From an optimization exercise on the open Yosys and OpenROAD flow, aimed at small area, a short achievable clock period and few clock cycles per item; shortcuts taken in it are not production practice.
In this exercise RTL edits were held to simulation tests only and were not proved equivalent to the original.
Power and IR drop assume default switching activity.

// fe_rms
module fe_rms (
    input  wire        clk,
    input  wire        rst_n,
    input  wire        start,
    input  wire [63:0] sum,      
    input  wire [31:0] count,    
    output wire        in_ready,
    output reg         out_valid,
    output wire [31:0] rms
);
Size: ~1,500 cells after synthesis, about 12,000 sq um of cells after synthesis.
==> flow/config.mk <==
export PLATFORM = sky130hd
export DESIGN_NAME = fe_rms
export DESIGN_NICKNAME = fe_rms
export VERILOG_FILES = /design/flow/design.v
export SDC_FILE = /design/flow/constraint.sdc
export NUM_CORES = 4
export LEC_CHECK = 0
export CAP_MARGIN = 20
export CORE_MARGIN = 2
export CORE_UTILIZATION = 40
export SLEW_MARGIN = 20
==> flow/constraint.sdc <==
create_clock -name core_clock -period 10.0 [get_ports {clk}]
set_input_delay 2.0000 -clock core_clock [delete_from_list [all_inputs] [get_ports {clk}]]
set_output_delay 2.0000 -clock core_clock [all_outputs]
set_load 0.01 [all_outputs]
standard.sh (not shown) runs the stock make flow with config.mk's settings and CLKGATE_MAP_FILE= SYNTH_SCRIPT=/design/flow/synth_recipe.tcl, a recipe that flattens the netlist after the stock synthesis.
==> flow/flow/run.sh <==
#!/bin/bash
# Layout flow: the standard flow (its synthesis, floorplan, power grid,
# tap cells, placement, clock tree and routing), with two changes made through
# ORFS variables: timing repair aims at a setup slack of 6 ns instead of
# 0 ns, and the input and output ports are buffered with sky130_fd_sc_hd__buf_1.
# standard.sh's output goes to standard.log; ORFS keeps each step's log under
# orfs/logs/.
set -euo pipefail
export SETUP_SLACK_MARGIN=6
export BUFFER_PORTS_ARGS="-buffer_cell sky130_fd_sc_hd__buf_1"
bash standard.sh > standard.log 2>&1
The first run went through all stages and came out clean.
Testbench counts at the start, summed over its fixed seeds: cycles 46,416, items 1,600.
==> next run, changes <==
==> flow/run.sh (new file) <==
#!/bin/bash
# synth_recipe.tcl (not shown) runs the flow's synth.tcl, then flattens the netlist and writes it again
# the make line also repeats each setting of config.mk as NAME=value (left out here)
make -C /OpenROAD-flow-scripts/flow DESIGN_CONFIG=/design/flow/config.mk WORK_HOME=/design/flow/orfs CLKGATE_MAP_FILE= SYNTH_SCRIPT=/design/flow/synth_recipe.tcl finish
removed: flow/flow/run.sh
removed: flow/standard.sh
=> The changed run completed without violations; utilization came out lower by 5.1 points; synthesized area is unchanged; worst hold slack barely changes.
==> next run, changes <==
Settings changed: SETUP_SLACK_MARGIN from default to 5.
Outcome: Fmax went up by about 36%. Total power went up by about 15%. Die area stays the same. Clock skew went down by 0.0046 ns. Routed wire length went up by about 7%. Via count went up by about 4.3%. Global-route usage went up by 0.80 points.


## build 9
fe_rms, a different RTL version from the one above (not shown whole).
Size in the first run: about 2,100 cells after synthesis, roughly 180 flip-flops, roughly 130 I/O pins.
export LEC_CHECK = 0
export ABC_AREA = 1
export CAP_MARGIN = 20
export CORE_MARGIN = 2
export CORE_UTILIZATION = 40
export CTS_BUF_LIST = sky130_fd_sc_hd__clkbuf_8
export CTS_CLUSTER_SIZE = 40
export SLEW_MARGIN = 20
create_clock -name core_clock -period 10.0 [get_ports {clk}]
==> flow/flow/run.sh <==
#!/bin/bash
# Layout flow: the standard flow (its synthesis, floorplan, power grid,
# tap cells, placement, clock tree and routing), with two changes made through
# ORFS variables: timing repair aims at a setup slack of 7 ns instead of
# 0 ns, and the input and output ports are buffered with sky130_fd_sc_hd__buf_1.
# standard.sh's output goes to standard.log; ORFS keeps each step's log under
# orfs/logs/.
set -euo pipefail
export SETUP_SLACK_MARGIN=7
export BUFFER_PORTS_ARGS="-buffer_cell sky130_fd_sc_hd__buf_1"
bash standard.sh > standard.log 2>&1
Testbench counts of build 9, summed over its fixed seeds: cycles 48,016, items 1,600.
Input changes introduced in build 55 (baseline for comparison: build 9):
# build 9
export LEC_CHECK = 0
export ABC_AREA = 1
export CAP_MARGIN = 20
export CORE_MARGIN = 2
export CORE_UTILIZATION = 40
export CTS_BUF_LIST = sky130_fd_sc_hd__clkbuf_8
export CTS_CLUSTER_SIZE = 40
export SLEW_MARGIN = 20
create_clock -name core_clock -period 10.0 [get_ports {clk}]
# build 55
export LEC_CHECK = 0
export ABC_AREA = 1
export CAP_MARGIN = 20
export CORE_MARGIN = 2
export CORE_UTILIZATION = 40
export SLEW_MARGIN = 20
create_clock -name core_clock -period 10.0 [get_ports {clk}]
--- a/flow/flow/run.sh
+++ b/flow/flow/run.sh
@@ -3,3 +3,3 @@
 # tap cells, placement, clock tree and routing), with two changes made through
-# ORFS variables: timing repair aims at a setup slack of 7 ns instead of
+# ORFS variables: timing repair aims at a setup slack of 7.5 ns instead of
 # 0 ns, and the input and output ports are buffered with sky130_fd_sc_hd__buf_1.
@@ -8,3 +8,3 @@
 set -euo pipefail
-export SETUP_SLACK_MARGIN=7
+export SETUP_SLACK_MARGIN=7.5
 export BUFFER_PORTS_ARGS="-buffer_cell sky130_fd_sc_hd__buf_1"
[summary]
Global-route wire length before repair, build 55 vs build 9: up by a little under 10%
Final cell area excluding filler cells on build 55 is behind build 9.
Proportion of power drawn by combinational gates (build 55 over build 9): increase, 2.2 points
What build 9 reported for detail-routed net length per standard cell has to be multiplied by 1.08 to get the figure for build 55.
On proportion of power drawn by flip-flops and latches, the higher figure sits with build 9, not build 55.
Looking only at total internal power, and setting everything else aside, the higher value of build 55 and build 9 goes to build 55.
Input-level comparison between build 82 and build 55:
# build 55
export LEC_CHECK = 0
export ABC_AREA = 1
export CAP_MARGIN = 20
export CORE_MARGIN = 2
export CORE_UTILIZATION = 40
export SLEW_MARGIN = 20
create_clock -name core_clock -period 10.0 [get_ports {clk}]
# build 82
export LEC_CHECK = 0
export ABC_AREA = 1
export CAP_MARGIN = 20
export CORE_MARGIN = 2
export CORE_UTILIZATION = 40
export SLEW_MARGIN = 20
export TNS_END_PERCENT = 10
create_clock -name core_clock -period 10.0 [get_ports {clk}]
--- a/flow/flow/run.sh
+++ b/flow/flow/run.sh
@@ -3,3 +3,3 @@
 # tap cells, placement, clock tree and routing), with two changes made through
-# ORFS variables: timing repair aims at a setup slack of 7.5 ns instead of
+# ORFS variables: timing repair aims at a setup slack of 7 ns instead of
 # 0 ns, and the input and output ports are buffered with sky130_fd_sc_hd__buf_1.
@@ -8,3 +8,3 @@
 set -euo pipefail
-export SETUP_SLACK_MARGIN=7.5
+export SETUP_SLACK_MARGIN=7
 export BUFFER_PORTS_ARGS="-buffer_cell sky130_fd_sc_hd__buf_1"
--- outcome ---
Build 82 vs build 55, launching instance or port of the critical path: root[24] vs dn[20]
Number of vias per cell: higher on build 55
Critical path depth: build 82 < build 55
The maximum clock rate of build 82 is lower than that of build 55.
Looking at total internal power, build 82 sits 0.60 mW below build 55.
On number of design rule violations left after detail routing, build 55 tracks build 82 almost exactly.
Detailed-routing wirelength on met1: build 82 and build 55 compared, higher one is build 55
On switching part of the total power, the lower figure sits with build 55, not build 82.
Aggregate global routing overflow: build 82 vs build 55 identical
#### Input delta (build 6 over build 82)
# build 82
export LEC_CHECK = 0
export ABC_AREA = 1
export CAP_MARGIN = 20
export CORE_MARGIN = 2
export CORE_UTILIZATION = 40
export SLEW_MARGIN = 20
export TNS_END_PERCENT = 10
create_clock -name core_clock -period 10.0 [get_ports {clk}]
# build 6
export LEC_CHECK = 0
export ABC_AREA = 1
export CAP_MARGIN = 20
export CORE_MARGIN = 2
export CORE_UTILIZATION = 40
export SLEW_MARGIN = 20
create_clock -name core_clock -period 10.0 [get_ports {clk}]
Going from build 82 to build 6, remaining max-slew budget at the tightest pin has increased; final estimated routing congestion in global placement has remained practically unchanged. NOTE: worst path arrival time in build 6 exceeds that of build 82.

## re-timing with driven ports
How much do the figures lean on ideal ports? The routed layouts below were timed once more, with nothing changed but the port constraints.
Step 1 (the two cells are an assumption about what drives the block):
set clk [get_ports {clk}]
set_driving_cell -lib_cell sky130_fd_sc_hd__clkbuf_16 $clk
set_driving_cell -lib_cell sky130_fd_sc_hd__buf_2 [delete_from_list [all_inputs] $clk]
Step 2 moves the port delays by t, midway between the first and last clock arrival at a register: inputs arrive t later, outputs are due t later. That takes back most of the time a late clock gives input paths.
a / b / c = ideal ports / drivers / drivers and shift; a / b = the first two.
run | t, ns | setup WS [ns] | worst setup path after step 2 | slew at the worst register clock pin (ns) | cell pins on the clock port's net
the first run of note 1 | 0.500 | 4.969 / 4.969 / 4.969 | register to register | 0.08 / 0.08 | 1
the second run of note 1 | 0.493 | 3.007 / 3.007 / 3.007 | register to register | 0.09 / 0.09 | 1
the third run of note 1 | 0.504 | 4.848 / 4.848 / 4.848 | register to register | 0.08 / 0.08 | 1
build 9 | 0.550 | 6.986 / 6.937 / 6.709 | input to register | 0.12 / 0.12 | 1
build 55 | 0.510 | 6.968 / 6.968 / 6.953 | input to register | 0.09 / 0.09 | 1
build 82 | 0.506 | 6.944 / 6.893 / 6.734 | input to register | 0.08 / 0.08 | 1
build 6 | 0.506 | 7.015 / 6.973 / 6.719 | input to register | 0.08 / 0.08 | 1
After both steps setup and hold are still met in every run listed. The setup slack of build 6, which loses most, moves by -0.042 ns with the drivers and by -0.296 ns with both steps.
